Background: an optimization exercise with open tools, aiming at small area, a short achievable clock period and few clock cycles per item. Do not read the settings as production practice.
At most, simulation tests tie the RTL to the original design; equivalence was not proved.
For runs 1 to 3, only the layout was checked, not whether the RTL still works.
Power is estimated from default activity; no workload was simulated.

==> flow/design.v (outline; a module is shown in full before it is edited, if it fits) <==
// module k24_xu: 410 lines
// module k24_xu_add: 30 lines
// module k24_xu_mtree: 988 lines
module k24_xu (
    input             clk,
    input             rst,           
    input             in_valid,
    output            in_ready,
    input      [23:0] in_instr,      
    input      [23:0] in_wa,         
    input      [23:0] in_wb,         
    input      [23:0] in_wd,         
    input             in_ovt,        
    output reg        out_valid,
    output reg        out_we,        
    output reg [3:0]  out_rd,        
    output reg [23:0] out_wdata,
    output     [3:0]  out_flags,     
    output reg        out_exc,
    output     [15:0] out_ecause     
);
  // ...
==> flow/run.sh <==
#!/bin/bash
# synth_recipe.tcl (not shown) runs the flow's synth.tcl, then flattens the netlist and writes it again
# the make line also repeats each setting of config.mk as NAME=value (left out here)
make -C /OpenROAD-flow-scripts/flow DESIGN_CONFIG=/design/flow/config.mk WORK_HOME=/design/flow/orfs CLKGATE_MAP_FILE= SYNTH_SCRIPT=/design/flow/synth_recipe.tcl finish
==> flow/config.mk <==
export PLATFORM = sky130hd
export DESIGN_NAME = k24_xu
export DESIGN_NICKNAME = k24_xu
export VERILOG_FILES = /design/flow/design.v
export SDC_FILE = /design/flow/constraint.sdc
export NUM_CORES = 4
export LEC_CHECK = 0
export ABC_AREA = 1
export CAP_MARGIN = 20
export CORE_MARGIN = 2
export CORE_UTILIZATION = 40
export SLEW_MARGIN = 20
==> flow/constraint.sdc <==
create_clock -name core_clock -period 16.0 [get_ports {clk}]
set_input_delay 3.2000 -clock core_clock [delete_from_list [all_inputs] [get_ports {clk}]]
set_output_delay 3.2000 -clock core_clock [all_outputs]
set_load 0.01 [all_outputs]
==> results.cfg, run 1 <==
[cells_and_area]
finalNonFillerCells = 7331
inv_count = 876
area_growth_pct = 9.408
final_cell_area_sq_mm = 0.04760
multiInputGateArea_sq_mm = 0.02983

[logic_synthesis]
yosys.area_share.simple = 0.1574
synth_most_common_cell = nand2_1
synth_area_leader_cell = dfxtp_1
netlist_area_sq_mm = 0.04350
synth.top_cells.by_count = 1,038 x nand2_1, 839 x inv_1, 500 x xor2_1

[power_and_ir_drop]
peakVddDrop_mv = 0.08452
p_seq_w = 0.00126
p_seq_frac = 0.314

[clock_network]
post_cts_buffers = 0
clk_path_buf_depth = 3

[sta]
fin_crit_ps = 7384
rsz0062_at_grt = no
min_period_over_period = 0.4615

[global_route]
grt.busiest_layer = met2
grt_util_all_layers = 0.2965
grt_pass1_wl_um = 251000

[critical_path]
path_depth = 33
crit_path_end_kind = register
arrival_ps = 7740
r2r_cells = 33
cp-endpoint = dv_e[27]
cp_top_family = compound AO/OA/AOI/OAI gates

[run_status]
run_status = no timing/DRC/antenna violations

[route]
wl_met3_um = 21490
route.met2.wl_um = 66770

[placement]
dp.cells = 7233

[min_path]
min_from = rd1[0]
==> inputs of run 2 (changes only) <==
--- a/flow/config.mk
+++ b/flow/config.mk
@@ -8,5 +8,6 @@
 export ABC_AREA = 1
 export CAP_MARGIN = 20
 export CORE_MARGIN = 2
-export CORE_UTILIZATION = 40
+export CORE_UTILIZATION = 60
+export PLACE_DENSITY = 0.75
 export SLEW_MARGIN = 20
==> run 2 against run 1 <==
  * Critical path type unchanged
  * Core utilization up 21 points
  * Setup slack improved by 88 ps
  * Design area shrank 1.8%
  * Global-route usage up 13 points
  * Final cell count fell by 6.6%
  * Clock-buffer cell count fell by 6
  * Via count is 1.5% higher
  * Area after synthesis unchanged
  * Synthesized cell count unchanged
  * Die area decreased by 33%
  * Worst hold slack lost 1.0 ps
==> results.cfg, run 2 <==
[clock_network]
clock_sinks = 435
cts_hold_buffers = 0
cts.repair.resized = 0
clk_latency_ps = 650
clk_path_buf_depth = 3
post_cts_buffers = 0
clk_pin_slew_ps = 60
htree_levels = 2
cts_made_buffers = 47
cts_tree = done
cts-root-buf = clkbuf_16

[logic_synthesis]
synth.top_cells.by_count = 1,038 x nand2_1, 839 x inv_1, 500 x xor2_1
ys_warn_count = 2
synth_ff_type = dfxtp_1
postSynthAreaPerCell_sq_um = 7.275
ys_ff_latch = 435
synth_area_leader_cell = dfxtp_1
synth_cells = 5980
synth_edf_count = 10
ys_types = 70
netlist_area_sq_mm = 0.04350
ys_seq_area_frac = 0.2025
synth_top_area_frac = 0.1956
synth_area_leaders = dfxtp_1 20%, fa_1 14%, xor2_1 10%, nand2_1 9.0%, inv_1 7.2%
synth_most_common_cell = nand2_1
synthArstFlopShare = 0

[die]
start_util = 0.6075
io-pin-count = 152
dieArea_sq_mm = 0.07468
num_rows = 98
core_area_sq_mm = 0.07161
dieWidth_um = 273.3
die_y_um = 273.3

[cells_and_area]
top_regs = cs1: 50 flops, cc1: 49 flops, acc: 48 flops
final_nets = 6486
drive_above_1_share = 0.04107
final_cell_mix = 1,037 x nand2_1, 834 x inv_1, 500 x xor2_1
regMostFlops = cs1
largest_reg_flops = 50
fill_cells = 6436
post-route-util = 0.6527
mostFrequentLayoutCell = nand2_1
area_growth_pct = 7.435

[route]
drt_iter0_markers = 6120
ant_nets = 0
num_vias = 42594
routed_wl_um = 162100
post-route-drc-count = 0
vias_per_cell = 6.221
wire_per_inst_um = 23.68
first_pass_iters = 10

[placement]
portBuffers = 134
dp.final_hpwl_um = 118500
place_congestion = 1.051

[sta]
timing.final.max_slew_violations = 0
tightestPinTransition_ps = 1196
finalHoldViolCount = 0
setup_viol = 0
skew_ps = 44.07
maxSlewHeadroom = 0.1958
min_period_over_period = 0.4560
fin_crit_ps = 7296
timing.setup.tns_ps = 0
rsz0062_at_grt = no
max_clock_freq_mhz = 137.1

[global_route]
grt_pass1_vias = 39637
grt_max_degree = 84
gr-total-overflow = 0
grt_pass1_wl_um = 241700
grt_util_all_layers = 0.4273
antenna_found_initial = 10

[power_and_ir_drop]
cellLeakagePower_nw = 21.73
peakVddDrop_mv = 0.08049
p_per_area_mw_per_mm2 = 84.89

[critical_path]
slowest_delay_ps = 740
crit_path_end_kind = register
arrival_ps = 7640
start_kind = register
crit_top_cell = nand2_1
crit_required_ps = 16350
crit_fanout = 50
worstSetupPathType = reg -> reg
cpMaxStageDelayCell = o21ai_0

[min_path]
hold_class = reg -> reg

[run]
drv_cap = 0

[run_status]
run_status = no timing/DRC/antenna violations
[run 2: cell counts after synthesis]
No cell type changed its count.
[run 2: metrics by stage]
step / setup WS, ps / hold WS, ps / instances / total power, W / instance area [sq um]
4_1_cts: 8935 / 325.3 / 6843 / 0.003915 / 46730
6_report: 8704 / 326.2 / 6847 / 0.003968 / 46740
3_3_place_gp: 8950 / 312.4 / 6755 / 0.002721 / 45090
5_1_grt: 8096 / 331.0 / 6843 / 0.004178 / 46730
2_1_floorplan: 10780 / 309.6 / 5985 / 0.002309 / 43520
3_5_place_dp: 8979 / 312.1 / 6755 / 0.002755 / 45090
[run 2: kinds of logic (layout without fill, tap and decap cells)]
logic type / after synthesis / after routing / synth area share
buf+inv: 1274 / 1182 / 0.1129
mux: 40 / 40 / 0.009347
simple gates: 1649 / 1649 / 0.1574
flops: 435 / 435 / 0.2025
fa+ha+maj: 532 / 532 / 0.2063
other cells: 1 / 10 / 0.00008620
compound gates: 1482 / 1482 / 0.1974
xor+xnor: 567 / 567 / 0.1142
[run 2: path summary, 6_finish.rpt]
check | endpoint | cells after the start | startpoint | slack (ps)
worst max-delay path | dv_e[27] | 33 | op0[2] | 8700
worst min register to register | out_rd[3] | 0 | rd1[3] | 330
worst min-delay path | out_rd[3] | 0 | rd1[3] | 330
worst max register to register | dv_e[27] | 33 | op0[2] | 8700
[run 2: cell type report]
type	count	area, sq um	area share
clock buffers	58	1277	0.02733
well taps	950	1189	0.02543
multi-input cells	4276	29830	0.6382
inverters	876	3288	0.07035
clock inverters	30	362.8	0.007763
flip-flops and latches	435	8810	0.1885
repair buffers	218	1972	0.04219
diodes	4	10.01	0.0002142
[run 2: critical path: cells and delay by family (launching register included)]
family                   cells  cell delay [ps]
AO/OA/AOI/OAI                9             2040
XOR/XNOR                     2              260
adder cells (fa/ha/maj)      3              950
buffers and inverters        6             1570
flip-flops                   1              520
multiplexers                 1              240
AND/OR/NAND/NOR             12             1400
[run 2: where the power goes]
| group | total (W) | switching (W) | internal [W] |
|---|---|---|---|
| logic | 0.00153 | 0.000988 | 0.000542 |
| clock network | 0.00117 | 0.000511 | 0.000660 |
| registers | 0.00127 | 0.0000839 | 0.00118 |
| total | 0.00397 | 0.00158 | 0.00238 |
[run 2: layer usage]
metal  vias up  part of all wire  GRT usage  wire length (um)
li1      19331                 -          -                 -
met1     19713              0.41     0.5927             66440
met2      2931              0.39     0.5921             62940
met3       607              0.15     0.1589             24320
met4        12             0.051     0.1819              8279
met5         -           0.00076   0.001284               124
==> inputs of run 3 (changes only) <==
--- a/flow/config.mk
+++ b/flow/config.mk
@@ -6,8 +6,8 @@
 export NUM_CORES = 4
 export LEC_CHECK = 0
 export ABC_AREA = 1
-export CAP_MARGIN = 20
+export CAP_MARGIN = 60
 export CORE_MARGIN = 2
 export CORE_UTILIZATION = 60
 export PLACE_DENSITY = 0.75
-export SLEW_MARGIN = 20
+export SLEW_MARGIN = 80
==> run 3 against run 2 <==
  * Highest routed layer unchanged
  * Core utilization grew 5.7 points
  * Combinational power grew 11%
  * Critical path depth grew 19
  * Critical endpoint is now dv_e[18]
  * Die area is the same
==> results.cfg, run 3 <==
[logic_synthesis]
synth_cells = 5980
ys_types = 70
netlist_area_sq_mm = 0.04350
ys_seq_area_frac = 0.2025
synth_ff_type = dfxtp_1
postSynthAreaPerCell_sq_um = 7.275
synth_most_common_cell = nand2_1
synth.top_cells.by_count = 1,038 x nand2_1, 839 x inv_1, 500 x xor2_1
synth_top_area_frac = 0.1956
ys_ff_latch = 435
synth_area_leader_cell = dfxtp_1
synthArstFlopShare = 0
synth_edf_count = 10
synth_area_leaders = dfxtp_1 20%, fa_1 14%, xor2_1 10%, nand2_1 9.0%, inv_1 7.2%
ys_warn_count = 2

[placement]
dp.final_hpwl_um = 123500
portBuffers = 134
dp.cells = 6866
place_congestion = 1.051

[critical_path]
crit_top_cell = nand2_1
crit_required_ps = 16510
path_buf_inv = 8
reg2reg_slack_ps = 9660
crit_fanout = 26
crit_path_end_kind = register
r2r_cells = 52
rr_endpoint = dv_e[18]
path_depth = 52
worstReg2RegStart = op0[3]
cp-endpoint = dv_e[18]
slowest_delay_ps = 470
crit_path_start = op0[3]
cp_top_family = simple AND/OR/NAND/NOR gates
start_kind = register
worstSetupPathType = reg -> reg
arrival_ps = 6850
cpMaxStageDelayCell = dfxtp_2

[die]
die_y_um = 273.3
dieArea_sq_mm = 0.07468
core_area_sq_mm = 0.07161
io-pin-count = 152
start_util = 0.6075
dieWidth_um = 273.3
num_rows = 98

[global_route]
grt.busiest_layer = met2
use_met1 = 0.5921
grt_pass1_wl_um = 248200
met2_usage = 0.6161
grt_util_all_layers = 0.4377
met3_usage = 0.1737
antenna_found_initial = 12
grt_pass1_vias = 41288
gr-total-overflow = 0
grt_max_degree = 52

[cells_and_area]
drive_above_1_share = 0.1176
final_cell_mix = 1,021 x nand2_1, 778 x inv_1, 468 x xor2_1
final_nets = 6614
finalNonFillerCells = 6975
mostFrequentLayoutCell = nand2_1
largest_reg_flops = 50
area_growth_pct = 16.78
top_regs = cs1: 50 flops, cc1: 49 flops, acc: 48 flops
regMostFlops = cs1

[run]
drv_cap = 0

[route]
num_vias = 43653
ant_nets = 0
wire_per_inst_um = 23.90
routed_wl_um = 166700
post-route-drc-count = 0
drt_iter0_markers = 6107
vias_per_cell = 6.258
first_pass_iters = 9

[clock_network]
cts.repair.resized = 0
cts-root-buf = clkbuf_16
cts_made_buffers = 48
clk_path_buf_depth = 3
cts_hold_buffers = 0
post_cts_buffers = 0
clk_pin_slew_ps = 60
cts_tree = done
clock_sinks = 435
clk_latency_ps = 660
htree_levels = 2

[power_and_ir_drop]
p_per_area_mw_per_mm2 = 81.44
cellLeakagePower_nw = 23.12
p_switching_w = 0.001672
p_total_w = 0.004138
peakVddDrop_mv = 0.1004
p_seq_frac = 0.306
power_frac_comb = 0.411
p_sw_frac = 0.4041
power.internal_w = 0.002466
pwr-share-clk = 0.283

[min_path]
hold_class = reg -> reg
min_from = rd1[0]
hold_depth = 0

[sta]
fin_crit_ps = 6340
rsz0062_at_grt = no
skew_ps = 47.16
max_clock_freq_mhz = 157.7
timing.setup.tns_ps = 0
min_period_over_period = 0.3963
finalHoldViolCount = 0
setup_viol = 0
timing.final.max_slew_violations = 0

[run_status]
run_status = no timing/DRC/antenna violations
==> run 3: cell type report <==
| class | instances | area (sq um) |
|---|---|---|
| multi-input cells | 4276 | 31640 |
| fillers | 5797 | 20800 |
| flip-flops and latches | 435 | 8971 |
| repair buffers | 345 | 3777 |
| inverters | 876 | 3556 |
| clock buffers | 64 | 1365 |
| well taps | 950 | 1189 |
| clock inverters | 25 | 297.8 |
| diodes | 4 | 10.01 |
==> run 3: worst min path at each step <==
stage / slack, ps / to
finish: 330 / out_rd[0]
global route: 330 / out_rd[1]
CTS: 330 / out_rd[1]
detailed placement: 310 / out_rd[1]
global placement: 310 / out_rd[3]
floorplan: 310 / out_rd[0]
==> run 3: logic make-up (layout without fill, tap and decap cells) <==
logic type / count (synthesis) / count (layout) / synth area share
AOI/OAI and AO/OA: 1482 / 1482 / 0.1974
xor gates and xnor gates: 567 / 567 / 0.1142
adders and majority gates: 532 / 532 / 0.2063
buffers and inverters: 1274 / 1310 / 0.1129
DFF: 435 / 435 / 0.2025
muxes: 40 / 40 / 0.009347
other: 1 / 10 / 0.00008620
and+or+nand+nor: 1649 / 1649 / 0.1574
==> run 3: routing by layer <==
layer | vias to the layer above | share of wire
li1 | 19612 | -
met1 | 20265 | 0.40
met2 | 3090 | 0.39
met3 | 670 | 0.15
met4 | 16 | 0.054
met5 | - | 0.0015
==> run 3: stage by stage <==
step | worst slack (ps) | hold WS [ps] | cell area, sq um | utilization
floorplan | 10780 | 309.6 | 43520 | -
global placement | 8950 | 312.4 | 45090 | 0.6296
detailed placement | 9687 | 312.1 | 48270 | 0.6740
CTS | 9816 | 326.3 | 49930 | 0.6973
global route | 9152 | 332.1 | 50800 | 0.7094
finish | 9660 | 326.1 | 50810 | 0.7095
==> run 3: power groups by stage <==
| stage | combinational (W) | clock, W | sequential, W |
|---|---|---|---|
| global route | 0.00186 | 0.00122 | 0.00127 |
| global placement | 0.00144 | 0 | 0.00128 |
| finish | 0.00170 | 0.00117 | 0.00127 |
| CTS | 0.00160 | 0.00118 | 0.00126 |
| detailed placement | 0.00159 | 0 | 0.00128 |
| floorplan | 0.00106 | 0 | 0.00125 |
==> module k24_xu, before the edit <==
module k24_xu (
    input             clk,
    input             rst,           
    input             in_valid,
    output            in_ready,
    input      [23:0] in_instr,      
    input      [23:0] in_wa,         
    input      [23:0] in_wb,         
    input      [23:0] in_wd,         
    input             in_ovt,        
    output reg        out_valid,
    output reg        out_we,        
    output reg [3:0]  out_rd,        
    output reg [23:0] out_wdata,
    output     [3:0]  out_flags,     
    output reg        out_exc,
    output     [15:0] out_ecause     
);
    localparam OP_NOP  = 8'h00, OP_ADD  = 8'h01, OP_ADC  = 8'h02, OP_SUB  = 8'h03,
               OP_SBC  = 8'h04, OP_AND  = 8'h05, OP_OR   = 8'h06, OP_XOR  = 8'h07,
               OP_SHL  = 8'h08, OP_SHR  = 8'h09, OP_SAR  = 8'h0A, OP_ROR  = 8'h0B,
               OP_MIN  = 8'h0C, OP_MAX  = 8'h0D, OP_ADDS = 8'h0E, OP_SUBS = 8'h0F,
               OP_ADDI = 8'h10, OP_ANDI = 8'h11, OP_ORI  = 8'h12, OP_XORI = 8'h13,
               OP_SHLI = 8'h14, OP_SHRI = 8'h15, OP_SARI = 8'h16, OP_CMPI = 8'h17,
               OP_CMP  = 8'h18, OP_TST  = 8'h19, OP_LDK  = 8'h1A, OP_LDH  = 8'h1B,
               OP_NEG  = 8'h1D, OP_ABS  = 8'h1E, OP_CLZ  = 8'h1F,
               OP_MUL  = 8'h30, OP_MULU = 8'h31, OP_MULF = 8'h32, OP_MAC  = 8'h33,
               OP_MACF = 8'h34, OP_MSU  = 8'h35, OP_MFH  = 8'h36, OP_MFL  = 8'h37,
               OP_MFR  = 8'h38, OP_MTA  = 8'h39, OP_DIV  = 8'h3A, OP_DIVU = 8'h3B;
    reg  [3:0]  flags;                   
    reg  [47:0] acc;                     
    wire        fN = flags[3], fZ = flags[2], fC = flags[1], fV = flags[0];
    assign out_flags = flags;
    reg  [7:0]  e_det;
    reg         e_c0, e_c1;
    assign out_ecause = {e_det, 5'd0, e_c1, e_c1, e_c0};
    reg         rdy;
    assign in_ready = rdy;
    wire accept = in_valid && rdy && !rst;
    wire [7:0]  i_op    = in_instr[23:16];
    wire [3:0]  i_d     = in_instr[15:12];
    wire [3:0]  i_a     = in_instr[11:8];
    wire [3:0]  i_b     = in_instr[7:4];
    wire [3:0]  i_lo    = in_instr[3:0];
    wire [7:0]  i_imm8  = in_instr[7:0];
    wire [11:0] i_imm12 = in_instr[11:0];
    reg i_legal;
    always @(*) begin
        case (i_op)
            OP_NOP:                                   i_legal = (in_instr[15:0] == 16'd0);
            OP_ADD, OP_ADC, OP_SUB, OP_SBC, OP_AND, OP_OR, OP_XOR,
            OP_SHL, OP_SHR, OP_SAR, OP_ROR, OP_MIN, OP_MAX, OP_ADDS,
            OP_SUBS, OP_DIV, OP_DIVU:                 i_legal = (i_lo == 4'd0);
            OP_ADDI, OP_ANDI, OP_ORI, OP_XORI,
            OP_LDK, OP_LDH:                           i_legal = 1'b1;
            OP_SHLI, OP_SHRI, OP_SARI:                i_legal = (i_imm8[7:5] == 3'd0);
            OP_CMPI:                                  i_legal = (i_d == 4'd0);
            OP_CMP, OP_TST,
            OP_MUL, OP_MULU, OP_MULF, OP_MAC,
            OP_MACF, OP_MSU, OP_MTA:                  i_legal = (i_d == 4'd0) && (i_lo == 4'd0);
            OP_NEG, OP_ABS, OP_CLZ:                   i_legal = (i_b == 4'd0) && (i_lo == 4'd0);
            OP_MFH, OP_MFL, OP_MFR:                   i_legal = (i_a == 4'd0) && (i_b == 4'd0) && (i_lo == 4'd0);
            default:                                  i_legal = 1'b0;
        endcase
    end
    reg [23:0] i_b_val;
    always @(*) begin
        case (i_op)
            OP_ADDI, OP_CMPI:           i_b_val = {{16{i_imm8[7]}}, i_imm8};
            OP_ANDI, OP_ORI, OP_XORI:   i_b_val = {16'd0, i_imm8};
            OP_SHLI, OP_SHRI, OP_SARI:  i_b_val = {19'd0, i_imm8[4:0]};
            OP_LDK:                     i_b_val = {{12{i_imm12[11]}}, i_imm12};
            OP_LDH:                     i_b_val = {i_imm12, in_wd[11:0]};
            default:                    i_b_val = in_wb;
        endcase
    end
    wire i_div = i_legal && ((i_op == OP_DIV) || (i_op == OP_DIVU));
    wire i_xz   = (i_op == OP_NEG) || (i_op == OP_ABS) || i_dvop;
    wire i_sub  = (i_op == OP_SUB) || (i_op == OP_CMP) || (i_op == OP_CMPI) ||
                  (i_op == OP_SUBS) || (i_op == OP_MIN) || (i_op == OP_MAX);
    wire i_cinc = (i_op == OP_ADC) || (i_op == OP_SBC);
    wire i_yinv = i_sub || (i_op == OP_SBC);
    wire i_cin1 = i_sub || i_xz;
    wire i_mulu = (i_op == OP_MULU);
    wire i_dbl  = (i_op == OP_MULF) || (i_op == OP_MACF);
    wire i_mta  = (i_op == OP_MTA);
    wire i_mul  = (i_op == OP_MUL) || (i_op == OP_MULU) || (i_op == OP_MULF) ||
                  (i_op == OP_MAC) || (i_op == OP_MACF) || (i_op == OP_MSU);
    wire i_dvop = (i_op == OP_DIV) || (i_op == OP_DIVU);
    wire i_msu  = (i_op == OP_MSU);
    wire        i_bext = in_wb[23] & ~i_mulu;
    wire [25:0] i_mb   = !accept ? 26'd0 :
                         i_mta   ? 26'h1000000 :
                         !i_mul  ? 26'd0 :
                         i_dbl   ? {i_bext, in_wb, 1'b0} : {i_bext, i_bext, in_wb};
    wire [26:0] i_mbx  = {i_mb, 1'b0};
    reg  [12:0] i_one, i_two, i_neg;
    integer     j;
    always @(*) begin
        for (j = 0; j < 13; j = j + 1) begin
            i_one[j] = i_mbx[2*j+1] ^ i_mbx[2*j];
            i_two[j] = (i_mbx[2*j+2] & ~i_mbx[2*j+1] & ~i_mbx[2*j]) |
                       (~i_mbx[2*j+2] & i_mbx[2*j+1] & i_mbx[2*j]);
            i_neg[j] = i_mbx[2*j+2] ^ i_msu;            
        end
    end
    reg         v0;
    reg         lg0;
    reg  [7:0]  op0;
    reg  [3:0]  d0;
    reg  [23:0] a0;
    reg         ovt0;
    reg         xz0, xk0, cinc0, cin10, mulu0;
    reg  [23:0] by0;                     
    reg  [12:0] one0, two0, neg0;
    reg         v1;
    reg         ill1;                    
    reg         we1;
    reg  [3:0]  rd1;
    reg  [23:0] data1;                   
    reg         nz1, zo1, sc1, c1, sv1, vv1;
    reg         mfr1, mfh1, mfl1;
    reg         mac1, accwe1, ovt1;
    reg         dq1, dneg1, dsat1, dz1, dan1;    
    reg  [49:0] cs1, cc1;                
    wire [23:0] a  = a0;
    wire [23:0] b  = by0;                
    wire [7:0]  op = op0;
    wire        fC1 = (v1 && sc1) ? c1 : fC;
    wire [23:0] ad_x  = a & {24{xk0}};
    wire [23:0] ad_y  = xz0 ? ~a : by0;
    wire        ad_ci = cinc0 ? fC1 : cin10;
    wire [24:0] ad_t  = {1'b0, ad_x} + {1'b0, ad_y} + {24'd0, ad_ci};
    wire [23:0] sum   = ad_t[23:0];
    wire        ad_c  = ad_t[24];
    wire        ad_v  = (ad_x[23] == ad_y[23]) && (sum[23] != ad_x[23]);
    wire [23:0] sat_r  = ad_v ? (a[23] ? 24'h800000 : 24'h7FFFFF) : sum;
    wire        a_lt_b = sum[23] ^ ad_v;
    wire [23:0] min_r  = a_lt_b ? a : ~by0;
    wire [23:0] max_r  = a_lt_b ? ~by0 : a;
    wire [23:0] abs_r  = a[23] ? (sum[23] ? 24'h7FFFFF : sum) : a;
    wire        abs_v  = a[23] & sum[23];
    wire [5:0]  n     = b[5:0];
    wire        n0    = (n == 6'd0);
    wire        nle24 = (n <= 6'd24);
    wire op_shl = (op == OP_SHL) || (op == OP_SHLI);
    wire op_sar = (op == OP_SAR) || (op == OP_SARI);
    wire op_ror = (op == OP_ROR);
    reg  [23:0] sh_hi, sh_lo;
    reg  [4:0]  sh_m;
    always @(*) begin
        if (op_shl) begin
            sh_hi = nle24 ? a : 24'd0;
            sh_lo = 24'd0;
            sh_m  = 5'd24 - n[4:0];
        end else if (op_ror) begin
            sh_hi = a;
            sh_lo = a;
            sh_m  = (n >= 6'd48) ? n[4:0] - 5'd16 : (n >= 6'd24) ? n[4:0] - 5'd24 : n[4:0];
        end else begin
            sh_hi = op_sar ? {24{a[23]}} : 24'd0;
            sh_lo = (op_sar || nle24) ? a : 24'd0;
            sh_m  = nle24 ? n[4:0] : 5'd24;
        end
    end
    wire [48:0] sh_x = {sh_hi, sh_lo, 1'b0};
    wire [48:0] sh_y = sh_x >> sh_m;
    wire [23:0] sh_r = sh_y[24:1];
    wire        sh_c = op_shl ? sh_y[25] : op_ror ? sh_r[23] : sh_y[0];
    reg  [4:0]  clz_r;
    integer     i;
    always @(*) begin
        clz_r = 5'd24;
        for (i = 0; i < 24; i = i + 1)
            if (a[i]) clz_r = 5'd23 - i[4:0];
    end
    wire [24:0] ma  = {a[23] & ~mulu0, a};
    wire [49:0] mt_s, mt_c;
    k24_xu_mtree mtree (.A(ma), .ONE(one0), .TWO(two0), .NEG(neg0), .S(mt_s), .C(mt_c));
    reg         r_we;
    reg  [23:0] r_data;
    reg         r_nz, r_zo, r_sc, r_c, r_sv, r_v;
    reg         r_mfr, r_mfh, r_mfl, r_mac, r_msu, r_accwe;
    always @(*) begin
        r_we  = 1'b0;
        r_data = sum;
        r_nz  = 1'b0;
        r_zo  = 1'b0;
        r_sc  = 1'b0;
        r_c   = ad_c;
        r_sv  = 1'b0;
        r_v   = ad_v;
        r_mfr = 1'b0;
        r_mfh = 1'b0;
        r_mfl = 1'b0;
        r_mac = 1'b0;
        r_msu = 1'b0;
        r_accwe = 1'b0;
        case (op)
            OP_ADD, OP_ADDI, OP_ADC, OP_SUB, OP_SBC, OP_NEG: begin
                r_we = 1'b1; r_nz = 1'b1; r_sc = 1'b1; r_sv = 1'b1;
            end
            OP_CMP, OP_CMPI: begin
                r_nz = 1'b1; r_sc = 1'b1; r_sv = 1'b1;
            end
            OP_ADDS, OP_SUBS: begin
                r_we = 1'b1; r_data = sat_r; r_nz = 1'b1; r_sc = 1'b1; r_sv = 1'b1;
            end
            OP_AND, OP_ANDI: begin
                r_we = 1'b1; r_data = a & b; r_nz = 1'b1;
            end
            OP_TST: begin
                r_data = a & b; r_nz = 1'b1;
            end
            OP_OR, OP_ORI: begin
                r_we = 1'b1; r_data = a | b; r_nz = 1'b1;
            end
            OP_XOR, OP_XORI: begin
                r_we = 1'b1; r_data = a ^ b; r_nz = 1'b1;
            end
            OP_SHL, OP_SHLI, OP_SHR, OP_SHRI, OP_SAR, OP_SARI, OP_ROR: begin
                r_we = 1'b1; r_data = sh_r; r_nz = 1'b1;
                r_sc = !n0; r_c = sh_c; r_sv = 1'b1; r_v = 1'b0;
            end
            OP_MIN: begin
                r_we = 1'b1; r_data = min_r; r_nz = 1'b1;
            end
            OP_MAX: begin
                r_we = 1'b1; r_data = max_r; r_nz = 1'b1;
            end
            OP_LDK, OP_LDH: begin
                r_we = 1'b1; r_data = b;
            end
            OP_ABS: begin
                r_we = 1'b1; r_data = abs_r; r_nz = 1'b1; r_sv = 1'b1; r_v = abs_v;
            end
            OP_CLZ: begin
                r_we = 1'b1; r_data = {19'd0, clz_r}; r_zo = 1'b1;
            end
            OP_MUL, OP_MULU, OP_MULF: begin
                r_accwe = 1'b1; r_data = 24'd0;
            end
            OP_MAC, OP_MACF: begin
                r_accwe = 1'b1; r_mac = 1'b1;
            end
            OP_MSU: begin
                r_accwe = 1'b1; r_mac = 1'b1; r_msu = 1'b1;
            end
            OP_MFH: begin
                r_we = 1'b1; r_mfh = 1'b1;
            end
            OP_MFL: begin
                r_we = 1'b1; r_mfl = 1'b1;
            end
            OP_MFR: begin
                r_we = 1'b1; r_mfr = 1'b1;
            end
            OP_MTA: begin
                r_accwe = 1'b1; r_data = b;
            end
            default: ;
        endcase
    end
    wire        s1_div  = v0 && lg0 && ((op == OP_DIV) || (op == OP_DIVU));
    wire        ds_sgn  = (op == OP_DIV);
    wire        ds_an   = ds_sgn && a[23];
    wire        ds_bn   = ds_sgn && b[23];
    wire [23:0] ds_amag = ds_an ? sum : a;
    wire [23:0] ds_ac   = ds_an ? ~a : a;        
    wire [23:0] ds_bc   = ds_bn ? ~b : b;
    wire        ds_zero = (b == 24'd0);
    reg  [4:0]  za, zb;
    always @(*) begin
        za = 5'd24;
        zb = 5'd24;
        for (i = 0; i < 24; i = i + 1) begin
            if (ds_ac[i]) za = 5'd23 - i[4:0];
            if (ds_bc[i]) zb = 5'd23 - i[4:0];
        end
    end
    wire [5:0]  ds_m  = {1'b0, zb} - {1'b0, za} + 6'd1;
    wire [4:0]  ds_s  = (ds_m[5] || ds_zero) ? 5'd1 : (ds_m[4:0] | 5'd1);
    wire [27:0] ds_d  = {{4{ds_bn}}, b} << ds_s;
    wire [27:0] ds_e  = ds_bn ? ds_d : ~ds_d;
    reg         dv_busy;
    reg  [3:0]  dv_cnt;
    reg  [23:0] dv_rem, dv_q;
    reg  [27:0] dv_e;
    reg         dv_ci;
    reg         dv_sgn, dv_neg, dv_an, dv_zero;
    reg  [3:0]  dv_rd;
    wire [27:0] it_t1  = {4'd0, dv_rem} + dv_e + {27'd0, dv_ci};
    wire        it_g1  = !it_t1[27];
    wire [23:0] it_r1  = it_g1 ? it_t1[23:0] : dv_rem;
    wire [27:0] it_t2  = {4'd0, it_r1} + {dv_e[27], dv_e[27:1]} + {27'd0, dv_ci};
    wire        it_g2  = !it_t2[27];
    wire [23:0] it_r2  = it_g2 ? it_t2[23:0] : it_r1;
    wire [23:0] it_q   = {dv_q[21:0], it_g1, it_g2};
    wire        dv_last = dv_busy && (dv_cnt == 4'd1);
    wire [49:0] acc_e  = {{2{acc[47]}}, acc};
    wire [49:0] acc_x  = mac1 ? acc_e : {26'd0, data1 ^ {24{dneg1}}};
    wire [49:0] m_s    = acc_x ^ cs1 ^ cc1;
    wire [49:0] m_c    = (acc_x & cs1) | (acc_x & cc1) | (cs1 & cc1);
    wire [49:0] m_t;
    wire        m_co;
    k24_xu_add #(50) acc_add (.a(m_s), .b({m_c[48:0], 1'b0}), .ci(dneg1), .s(m_t), .co(m_co));
    wire [49:0] m_r    = m_t;
    wire        acc_ovf = (m_r[49:47] != 3'b000) && (m_r[49:47] != 3'b111);
    wire [25:0] mfr_t   = {acc[47], acc[47:23]} + 26'd1;
    wire        mfr_sat = (mfr_t[25:24] == 2'b01);
    wire [23:0] mfr_r   = mfr_sat ? 24'h7FFFFF : mfr_t[24:1];
    wire        dsat2   = dz1 || (dsat1 && data1[23]);
    wire [23:0] wdata2  = mfh1 ? acc[47:24] : mfl1 ? acc[23:0] : mfr1 ? mfr_r :
                          dsat2 ? (dan1 ? 24'h800000 : 24'h7FFFFF) : m_t[23:0];
    wire        z2      = (data1 == 24'd0);
    wire [3:0]  flags2  = {nz1 ? data1[23] : fN,
                           (nz1 || zo1) ? z2 : fZ,
                           sc1 ? c1 : fC,
                           sv1 ? vv1 : mfr1 ? mfr_sat : fV};
    always @(posedge clk) begin
        op0   <= i_op;
        d0    <= i_d;
        lg0   <= i_legal;
        a0    <= in_wa;
        by0   <= i_yinv ? ~i_b_val : i_b_val;
        ovt0  <= in_ovt;
        xz0   <= i_xz;
        xk0   <= !i_xz;
        cinc0 <= i_cinc;
        cin10 <= i_cin1;
        mulu0 <= i_mulu;
        one0  <= i_one;
        two0  <= i_two;
        neg0  <= i_neg;
        cs1    <= mt_s;
        cc1    <= mt_c;
        rd1    <= dv_busy ? dv_rd : d0;
        data1  <= dv_busy ? it_q : lg0 ? r_data : {16'd0, op0};
        dq1    <= dv_busy;
        dneg1  <= dv_busy && dv_neg;
        dsat1  <= dv_busy && dv_sgn && !dv_neg;
        dz1    <= dv_busy && dv_zero;
        dan1   <= dv_zero && dv_an;
        ill1   <= !dv_busy && !lg0;
        we1    <= dv_busy || (lg0 && r_we);
        nz1    <= !dv_busy && lg0 && r_nz;
        zo1    <= !dv_busy && lg0 && r_zo;
        sc1    <= !dv_busy && lg0 && r_sc;
        c1     <= r_c;
        sv1    <= !dv_busy && lg0 && r_sv;
        vv1    <= r_v;
        mfr1   <= !dv_busy && lg0 && r_mfr;
        mfh1   <= !dv_busy && lg0 && r_mfh;
        mfl1   <= !dv_busy && lg0 && r_mfl;
        mac1   <= !dv_busy && r_mac;
        accwe1 <= !dv_busy && lg0 && r_accwe;
        ovt1   <= !dv_busy && lg0 && r_mac && ovt0;
        if (s1_div) begin
            dv_rem  <= ds_amag;
            dv_q    <= 24'd0;
            dv_e    <= ds_e;
            dv_ci   <= !ds_bn;
            dv_cnt  <= ds_s[4:1] + 4'd1;
        end else begin
            dv_rem  <= it_r2;
            dv_q    <= it_q;
            dv_e    <= {{2{dv_e[27]}}, dv_e[27:2]};
            dv_cnt  <= dv_cnt - 4'd1;
        end
        if (s1_div) begin
            dv_sgn  <= ds_sgn;
            dv_neg  <= ds_an ^ ds_bn;
            dv_an   <= ds_an;
            dv_zero <= ds_zero;
            dv_rd   <= d0;
        end
        out_we    <= we1;
        out_rd    <= rd1;
        out_wdata <= wdata2;
        out_exc   <= ill1 || dz1 || (ovt1 && acc_ovf);
        e_det     <= ill1 ? data1[7:0] : 8'd0;
        e_c0      <= !dz1;
        e_c1      <= !ill1;
        if (rst) begin
            flags     <= 4'd0;
            acc       <= 48'd0;
            rdy       <= 1'b1;
            v0        <= 1'b0;
            v1        <= 1'b0;
            dv_busy   <= 1'b0;
            out_valid <= 1'b0;
        end else begin
            v0 <= accept;
            v1 <= dv_last || (v0 && !s1_div);
            if (accept && i_div)
                rdy <= 1'b0;
            else if ((s1_div && ds_s[4:1] == 4'd0) || (dv_busy && dv_cnt == 4'd2))
                rdy <= 1'b1;
            if (s1_div)
                dv_busy <= 1'b1;
            else if (dv_last)
                dv_busy <= 1'b0;
            out_valid <= v1;
            if (v1) begin
                flags <= flags2;
                if (accwe1) acc <= m_r[47:0];
            end
        end
    end
endmodule
==> inputs of run 4 (changes only) <==
--- a/flow/design.v
+++ b/flow/design.v
@@ -44,6 +44,7 @@
     wire [3:0]  i_lo    = in_instr[3:0];
     wire [7:0]  i_imm8  = in_instr[7:0];
     wire [11:0] i_imm12 = in_instr[11:0];
+    integer j;
     reg i_legal;
     always @(*) begin
         case (i_op)
@@ -75,6 +76,21 @@
         endcase
     end
     wire i_div = i_legal && ((i_op == OP_DIV) || (i_op == OP_DIVU));
+    reg  [4:0]  i_clza, i_cloa, i_clzb, i_clob;
+    always @(*) begin
+        i_clza = 5'd24;
+        i_cloa = 5'd24;
+        i_clzb = 5'd24;
+        i_clob = 5'd24;
+        for (j = 0; j < 24; j = j + 1) begin
+            if (in_wa[j])  i_clza = 5'd23 - j[4:0];
+            if (!in_wa[j]) i_cloa = 5'd23 - j[4:0];
+            if (in_wb[j])  i_clzb = 5'd23 - j[4:0];
+            if (!in_wb[j]) i_clob = 5'd23 - j[4:0];
+        end
+    end
+    wire [4:0]  i_za = (in_wa[23] && !in_instr[16]) ? i_cloa : i_clza;
+    wire [4:0]  i_zb = (in_wb[23] && !in_instr[16]) ? i_clob : i_clzb;
     wire i_xz   = (i_op == OP_NEG) || (i_op == OP_ABS) || i_dvop;
     wire i_sub  = (i_op == OP_SUB) || (i_op == OP_CMP) || (i_op == OP_CMPI) ||
                   (i_op == OP_SUBS) || (i_op == OP_MIN) || (i_op == OP_MAX);
@@ -95,7 +111,6 @@
                          i_dbl   ? {i_bext, in_wb, 1'b0} : {i_bext, i_bext, in_wb};
     wire [26:0] i_mbx  = {i_mb, 1'b0};
     reg  [12:0] i_one, i_two, i_neg;
-    integer     j;
     always @(*) begin
         for (j = 0; j < 13; j = j + 1) begin
             i_one[j] = i_mbx[2*j+1] ^ i_mbx[2*j];
@@ -113,6 +128,7 @@
     reg         xz0, xk0, cinc0, cin10, mulu0;
     reg  [23:0] by0;                     
     reg  [12:0] one0, two0, neg0;
+    reg  [4:0]  za0, zb0;
     reg         v1;
     reg         ill1;                    
     reg         we1;
@@ -266,22 +282,11 @@
     wire        ds_an   = ds_sgn && a[23];
     wire        ds_bn   = ds_sgn && b[23];
     wire [23:0] ds_amag = ds_an ? sum : a;
-    wire [23:0] ds_ac   = ds_an ? ~a : a;        
-    wire [23:0] ds_bc   = ds_bn ? ~b : b;
-    wire        ds_zero = (b == 24'd0);
-    reg  [4:0]  za, zb;
-    always @(*) begin
-        za = 5'd24;
-        zb = 5'd24;
-        for (i = 0; i < 24; i = i + 1) begin
-            if (ds_ac[i]) za = 5'd23 - i[4:0];
-            if (ds_bc[i]) zb = 5'd23 - i[4:0];
-        end
-    end
-    wire [5:0]  ds_m  = {1'b0, zb} - {1'b0, za} + 6'd1;
-    wire [4:0]  ds_s  = (ds_m[5] || ds_zero) ? 5'd1 : (ds_m[4:0] | 5'd1);
-    wire [27:0] ds_d  = {{4{ds_bn}}, b} << ds_s;
-    wire [27:0] ds_e  = ds_bn ? ds_d : ~ds_d;
+    wire        ds_zero = (zb0 == 5'd24) && !b[23];
+    wire [5:0]  ds_m    = {1'b0, zb0} - {1'b0, za0} + {5'd0, ds_an};
+    wire [4:0]  ds_s    = (ds_m[5] || ds_zero) ? 5'd1 : (ds_m[4:0] | 5'd1);
+    wire [27:0] ds_d    = {{4{ds_bn}}, b} << ds_s;
+    wire [27:0] ds_e    = ds_bn ? ds_d : ~ds_d;
     reg         dv_busy;
     reg  [3:0]  dv_cnt;
     reg  [23:0] dv_rem, dv_q;
@@ -332,6 +337,8 @@
         one0  <= i_one;
         two0  <= i_two;
         neg0  <= i_neg;
+        za0   <= i_za;
+        zb0   <= i_zb;
         cs1    <= mt_s;
         cc1    <= mt_c;
         rd1    <= dv_busy ? dv_rd : d0;
==> run 4 against run 3 <==
  * Still clean
  * Sequential power about the same
  * Register-to-register slack better by 710 ps
  * Global-route usage rose by 1.5 points
  * Critical path type unchanged
  * Largest power group unchanged
==> results.cfg, run 4 <==
[run_status]
run_status = no timing/DRC/antenna violations

[placement]
dp.final_hpwl_um = 134700
portBuffers = 134
place_congestion = 1.031
dp.cells = 7401

[sta]
rsz0062_at_grt = no
setup_viol = 0
finalHoldViolCount = 0
max_clock_freq_mhz = 177.6
skew_ps = 62.38
timing.final.max_slew_violations = 0
min_period_over_period = 0.3520
fin_crit_ps = 5631
timing.setup.tns_ps = 0

[logic_synthesis]
yosys.area_share.simple = 0.2074
ys_seq_area_frac = 0.1977
synth_top_family_by_area = simple AND/OR/NAND/NOR gates
ys_ff_latch = 445
synth_area_leader_cell = dfxtp_1
synth_top_area_frac = 0.1911
synth.top_cells.by_count = 1,393 x nand2_1, 928 x inv_1, 451 x xor2_1
synth_compound_gate_area_share = 0.1761
synth_most_common_cell = nand2_1
postSynthAreaPerCell_sq_um = 7.020
ys_warn_count = 2
netlist_area_sq_mm = 0.04556
ys_types = 69
synth_edf_count = 10
synthArstFlopShare = 0
synthMuxAreaShare = 0.004558
synth-xor-area-share = 0.09880
synth_cells = 6491
synth_adder_area_share = 0.1975
synth_ff_type = dfxtp_1
synth_area_leaders = dfxtp_1 19%, fa_1 14%, nand2_1 11%, xor2_1 8.7%, inv_1 7.6%

[power_and_ir_drop]
cellLeakagePower_nw = 24.66
p_per_area_mw_per_mm2 = 82.58
peakVddDrop_mv = 0.09515

[cells_and_area]
top_regs = cs1: 50 flops, cc1: 49 flops, acc: 48 flops
fill_cells = 6211
regMostFlops = cs1
final_cell_mix = 1,371 x nand2_1, 862 x inv_1, 410 x xor2_1
drive_above_1_share = 0.1233
mostFrequentLayoutCell = nand2_1
largest_reg_flops = 50
area_growth_pct = 16.40
final_nets = 7129
finalNonFillerCells = 7516

[critical_path]
crit_required_ps = 16510
crit_path_end_kind = register
cpMaxStageDelayCell = edfxtp_1
crit_path_start = dv_ci
crit_top_cell = nand3_1
slowest_delay_ps = 450
worstReg2RegStart = dv_ci
start_kind = register
arrival_ps = 6150
worstSetupPathType = reg -> reg
crit_fanout = 36

[clock_network]
clock_sinks = 445
cts-root-buf = clkbuf_16
cts_hold_buffers = 0
cts.repair.resized = 0
cts_made_buffers = 50
htree_levels = 2
post_cts_buffers = 0
clk_pin_slew_ps = 60
cts_tree = done
clk_path_buf_depth = 3
clk_latency_ps = 650

[route]
first_pass_iters = 12
post-route-drc-count = 0
ant_nets = 0
wire_per_inst_um = 24.07
vias_per_cell = 6.218
num_vias = 46731
routed_wl_um = 180900
drt_iter0_markers = 5791

[global_route]
grt_max_degree = 49
gr-total-overflow = 0
grt_pass1_vias = 44295
antenna_found_initial = 4
grt_util_all_layers = 0.4530
grt_pass1_wl_um = 267900

[die]
start_util = 0.6030
num_rows = 101
dieArea_sq_mm = 0.07816
dieWidth_um = 279.6
die_y_um = 279.6
core_area_sq_mm = 0.07557
io-pin-count = 152

[min_path]
min_from = rd1[2]
hold_class = reg -> reg

[run]
drv_cap = 0
## run 4: final cells by class
class / count / area (sq um) / share of cell area
multi-input combinational: 4693 / 33450 / 0.6307
sequential: 445 / 9190 / 0.1733
inverter: 961 / 3890 / 0.07334
timing repair buffer: 344 / 3537 / 0.06669
clock buffer: 59 / 1336 / 0.02519
tap: 978 / 1224 / 0.02307
clock inverter: 35 / 410.4 / 0.007738
antenna: 1 / 2.502 / 0.00004718
## run 4: kinds of logic after synthesis
logic type,count (synthesis)
AND/OR/NAND/NOR,2258
AO/OA/AOI/OAI,1361
buffers and inverters,1358
adder cells (fa/ha/maj),534
XOR/XNOR,514
flip-flops,445
multiplexers,20
other,1
## run 4: final timing paths
path	to	slack (ps)	cells past startpoint
worst max-delay path	dv_rem[11]	10370	31
worst min-delay path	out_rd[2]	320	0
worst max register to register	dv_rem[11]	10370	31
worst min register to register	out_rd[2]	320	0
## run 4: critical path, delay by kind of cell, from the launching register on
family                   cells  cell delay, ps
AND/OR/NAND/NOR             17            2080
buffers and inverters        5            1030
AO/OA/AOI/OAI                7            1170
adder cells (fa/ha/maj)      2             710
flip-flops                   1             450
## run 4: per-layer routing
layer	vias to the layer above	GRT usage	wire (um)
li1	21133	-	-
met1	21619	0.5462	65920
met2	3122	0.6836	76340
met3	851	0.1193	20280
met4	6	0.3646	18330
met5	-	0	24
## run 4: stage by stage
step | hold WS [ps] | util | area, sq um | power (W) | setup slack (ps)
6_report | 322.2 | 0.7019 | 53040 | 0.004380 | 10370
5_1_grt | 330.2 | 0.7018 | 53040 | 0.004603 | 9954
4_1_cts | 318.2 | 0.6907 | 52200 | 0.004292 | 10430
3_5_place_dp | 312.8 | 0.6676 | 50450 | 0.003079 | 10110
3_3_place_gp | 312.4 | 0.6224 | 47040 | 0.002895 | 9165
2_1_floorplan | 309.6 | - | 45580 | 0.002452 | 10960
## run 4: power breakdown
part | leakage (nW) | internal (W) | switching, W
Clock | 0.833 | 0.000690 | 0.000528
Sequential | 3.72 | 0.00121 | 0.0000859
Combinational | 20.1 | 0.000674 | 0.00119
Total | 24.7 | 0.00257 | 0.00181
Testbench counts of run 4, summed over its fixed seeds: cycles 39,242, instrs 32,000.
==> inputs of run 5 (changes only) <==
==> flow/flow/run.sh (new file) <==
#!/bin/bash
set -euo pipefail
cd "$(dirname "$0")/.."
bash standard.sh SETUP_SLACK_MARGIN=11.5 finish > standard_flow.log 2>&1
==> flow/standard.sh (new file) <==
#!/bin/bash
# synth_recipe.tcl (not shown) runs the flow's synth.tcl, then flattens the netlist and writes it again
# the make line also repeats each setting of config.mk as NAME=value (left out here)
make -C /OpenROAD-flow-scripts/flow DESIGN_CONFIG=/design/flow/config.mk WORK_HOME=/design/flow/orfs CLKGATE_MAP_FILE= SYNTH_SCRIPT=/design/flow/synth_recipe.tcl "${@:-finish}"
removed: flow/run.sh
==> run 5 against run 4 <==
  * Clock power about the same
  * Critical endpoint is now rdy
  * Setup slack better by 830 ps
  * Non-clock buffer count up 117
  * Still clean
  * Area after synthesis unchanged
  * Via count up 3.9%
  * Largest cell class unchanged
==> results.cfg, run 5 <==
[run_status]
run_status = no timing/DRC/antenna violations

[placement]
portBuffers = 134
dp.final_hpwl_um = 128200
dp_slack_ps = 9660
place_congestion = 1.082

[clock_network]
cts-root-buf = clkbuf_16
clk_latency_ps = 630
clk_pin_slew_ps = 70
cts_tree = done
clock_sinks = 445
htree_levels = 2
clk_path_buf_depth = 3
cts_made_buffers = 48

[route]
num_vias = 48556
first_pass_iters = 9
wl_met3_um = 27850
post-route-drc-count = 0
ant_nets = 0
route.met2.wl_um = 73800
wire_per_inst_um = 24.18
drt_iter0_markers = 6567
vias_per_cell = 6.355
routed_wl_um = 184700
routed.top_layer = met5
met1Wirelength_um = 66430

[critical_path]
path_buf_inv = 6
crit_required_ps = 16540
crit_path_end_kind = register
arrival_ps = 5340
worstSetupPathType = in -> reg
crit_fanout = 6
cpMaxStageDelayCell = a211oi_1
start_kind = input port
path_cells = clkbuf_4, inv_1, nor2_1, inv_1, nand3_1, o21ai_0, nand2_1, nand2_1, a211oi_1, o211ai_1, nand2_1, o211ai_1, buf_2, buf_6, buf_6, a32oi_1
cp_top_family = buffers and inverters
crit_top_cell = nand2_1
slowest_delay_ps = 240

[cells_and_area]
largest_reg_flops = 50
final_nets = 7251
drive_above_1_share = 0.1696
fill_cells = 5801
top_regs = cs1: 50 flops, cc1: 49 flops, acc: 48 flops
final_cell_mix = 1,328 x nand2_1, 834 x inv_1, 417 x xor2_1
mostFrequentLayoutCell = nand2_1
area_growth_pct = 21.26
regMostFlops = cs1

[sta]
max_clock_freq_mhz = 208.4
fin_crit_ps = 4798
timing.final.max_slew_violations = 0
setup_viol = 0
min_period_over_period = 0.2999
rsz0062_at_grt = yes
whs_ps = 317.8
finalHoldViolCount = 0
timing.setup.tns_ps = 0
skew_ps = 29.88
fin_ws_ps = 11200

[logic_synthesis]
ys_types = 69
synth_cells = 6491
synth_area_leaders = dfxtp_1 19%, fa_1 14%, nand2_1 11%, xor2_1 8.7%, inv_1 7.6%
postSynthAreaPerCell_sq_um = 7.020
synth_area_leader_cell = dfxtp_1
synth_most_common_cell = nand2_1
ys_seq_area_frac = 0.1977
synth_top_area_frac = 0.1911
synth.top_cells.by_count = 1,393 x nand2_1, 928 x inv_1, 451 x xor2_1
synth_edf_count = 10
ys_warn_count = 2
ys_ff_latch = 445
synthArstFlopShare = 0
netlist_area_sq_mm = 0.04556
synth_ff_type = dfxtp_1

[global_route]
grt_max_degree = 54
grt_pass1_vias = 44699
gr-total-overflow = 0
grt_pass1_wl_um = 265100
grt_util_all_layers = 0.4429
antenna_found_initial = 10

[power_and_ir_drop]
p_per_area_mw_per_mm2 = 84.74
peakVddDrop_mv = 0.08097
cellLeakagePower_nw = 25.80

[run]
drv_cap = 0

[min_path]
hold_class = reg -> reg

[die]
die_y_um = 279.6
num_rows = 101
dieArea_sq_mm = 0.07816
dieWidth_um = 279.6
start_util = 0.6030
io-pin-count = 152
core_area_sq_mm = 0.07557
[run 5: changes by cell type in the layout (fill, tap and decap cells not counted), moves of 25 or more]
cell	change
clkdlybuf4s50_1	-55
buf_4	+105
o21ai_2	+43
nand2_2	+34
nand2_1	-43
inv_1	-28
dlygate4sd2_1	+49
inv_2	+25
o21ai_0	-40
[run 5: timing repair]
action | in CTS | in global routing
gates resized for setup | 256 | 277
buffers inserted | 42 | 88
cloned | 9 | 9
hold buffers | 0 | 0
pin swaps | 50 | 111
endpoints found under the setup margin | 199 | 153
[run 5: metrics by stage]
stage / power, W / util / cells / cell area (sq um)
2_1_floorplan: 0.002457 / - / 6496 / 45830
3_3_place_gp: 0.002877 / 0.6247 / 7293 / 47210
3_5_place_dp: 0.003033 / 0.6615 / 7376 / 49990
4_1_cts: 0.004308 / 0.6976 / 7516 / 52720
5_1_grt: 0.004879 / 0.7309 / 7634 / 55240
6_report: 0.004682 / 0.7311 / 7640 / 55250
[run 5: final timing paths]
path | slack [ps] | to | depth (start not counted) | startpoint
max | 11200 | rdy | 16 | in_instr[17]
min | 320 | out_rd[2] | 0 | rd1[2]
max reg2reg | 11390 | dv_rem[22] | 25 | dv_ci
min reg2reg | 320 | out_rd[2] | 0 | rd1[2]
[run 5: routing by layer]
metal,track usage,vias up
met5,0,-
met4,0.2847,6
met2,0.6376,3813
met1,0.5717,22326
li1,-,21399
met3,0.1418,1012
[run 5: logic make-up (layout without fill, tap and decap cells)]
logic type,Yosys count,in the layout,synth area share
xor+xnor,514,514,0.09880
fa+ha+maj,534,534,0.1975
compound gates,1361,1361,0.1761
buf+inv,1358,1515,0.1178
flops,445,445,0.1977
mux,20,20,0.004558
simple gates,2258,2261,0.2074
other cells,1,12,0.00008230
[run 5: cell type report]
| type | count | area [sq um] | area share |
|---|---|---|---|
| Multi-Input combinational cell | 4696 | 34240 | 0.6197 |
| Sequential cell | 445 | 9234 | 0.1671 |
| Timing Repair Buffer | 461 | 4847 | 0.08773 |
| Inverter | 961 | 3941 | 0.07133 |
| Clock buffer | 53 | 1284 | 0.02323 |
| Tap cell | 978 | 1224 | 0.02215 |
| Clock inverter | 36 | 429.2 | 0.007768 |
| Timing Repair inverter | 4 | 37.54 | 0.0006794 |
| Antenna cell | 6 | 15.01 | 0.0002718 |
[run 5: where the power goes]
part           total [W]  switching (W)  internal (W)
combinational    0.00214        0.00132      0.000820
clock            0.00123       0.000526      0.000704
sequential       0.00131       0.000103       0.00121

[static timing again, ports no longer ideal]
Ports are ideal in the flow. The routed layouts listed here were re-timed in OpenROAD. Step 1: set_driving_cell puts a clkbuf_16 on clk and a buf_2 on each other input, an assumption about the parent block. Step 2 also shifts input and output timing later by t, the mid clock arrival at the registers, as if the neighbouring blocks saw the same clock. Three values: no drivers, after step 1, after step 2; two values: the first two.
| run | t, ns | setup WS [ns] | hold WS [ns] | latest minus earliest clock arrival (ns) | worst slew at a driven data input, ns |
|---|---|---|---|---|---|
| run 1 | 0.711 | 8.616 / 8.616 / 8.616 | 0.327 / 0.327 / 0.327 | 0.054 / 0.054 | 0.05 |
| run 2 | 0.695 | 8.704 / 8.704 / 8.704 | 0.326 / 0.326 / 0.326 | 0.045 / 0.045 | 0.09 |
| run 3 | 0.703 | 9.660 / 9.660 / 9.599 | 0.326 / 0.326 / 0.326 | 0.048 / 0.049 | 0.09 |
| run 4 | 0.696 | 10.369 / 10.369 / 9.959 | 0.322 / 0.322 / 0.322 | 0.062 / 0.062 | 0.05 |
| run 5 | 0.689 | 11.202 / 11.246 / 10.557 | 0.318 / 0.318 / 0.318 | 0.032 / 0.031 | 0.06 |
After both steps every run listed still meets setup and hold. For run 5, which loses most, drivers alone change the setup slack by +0.044 ns; drivers and shift together by -0.645 ns.
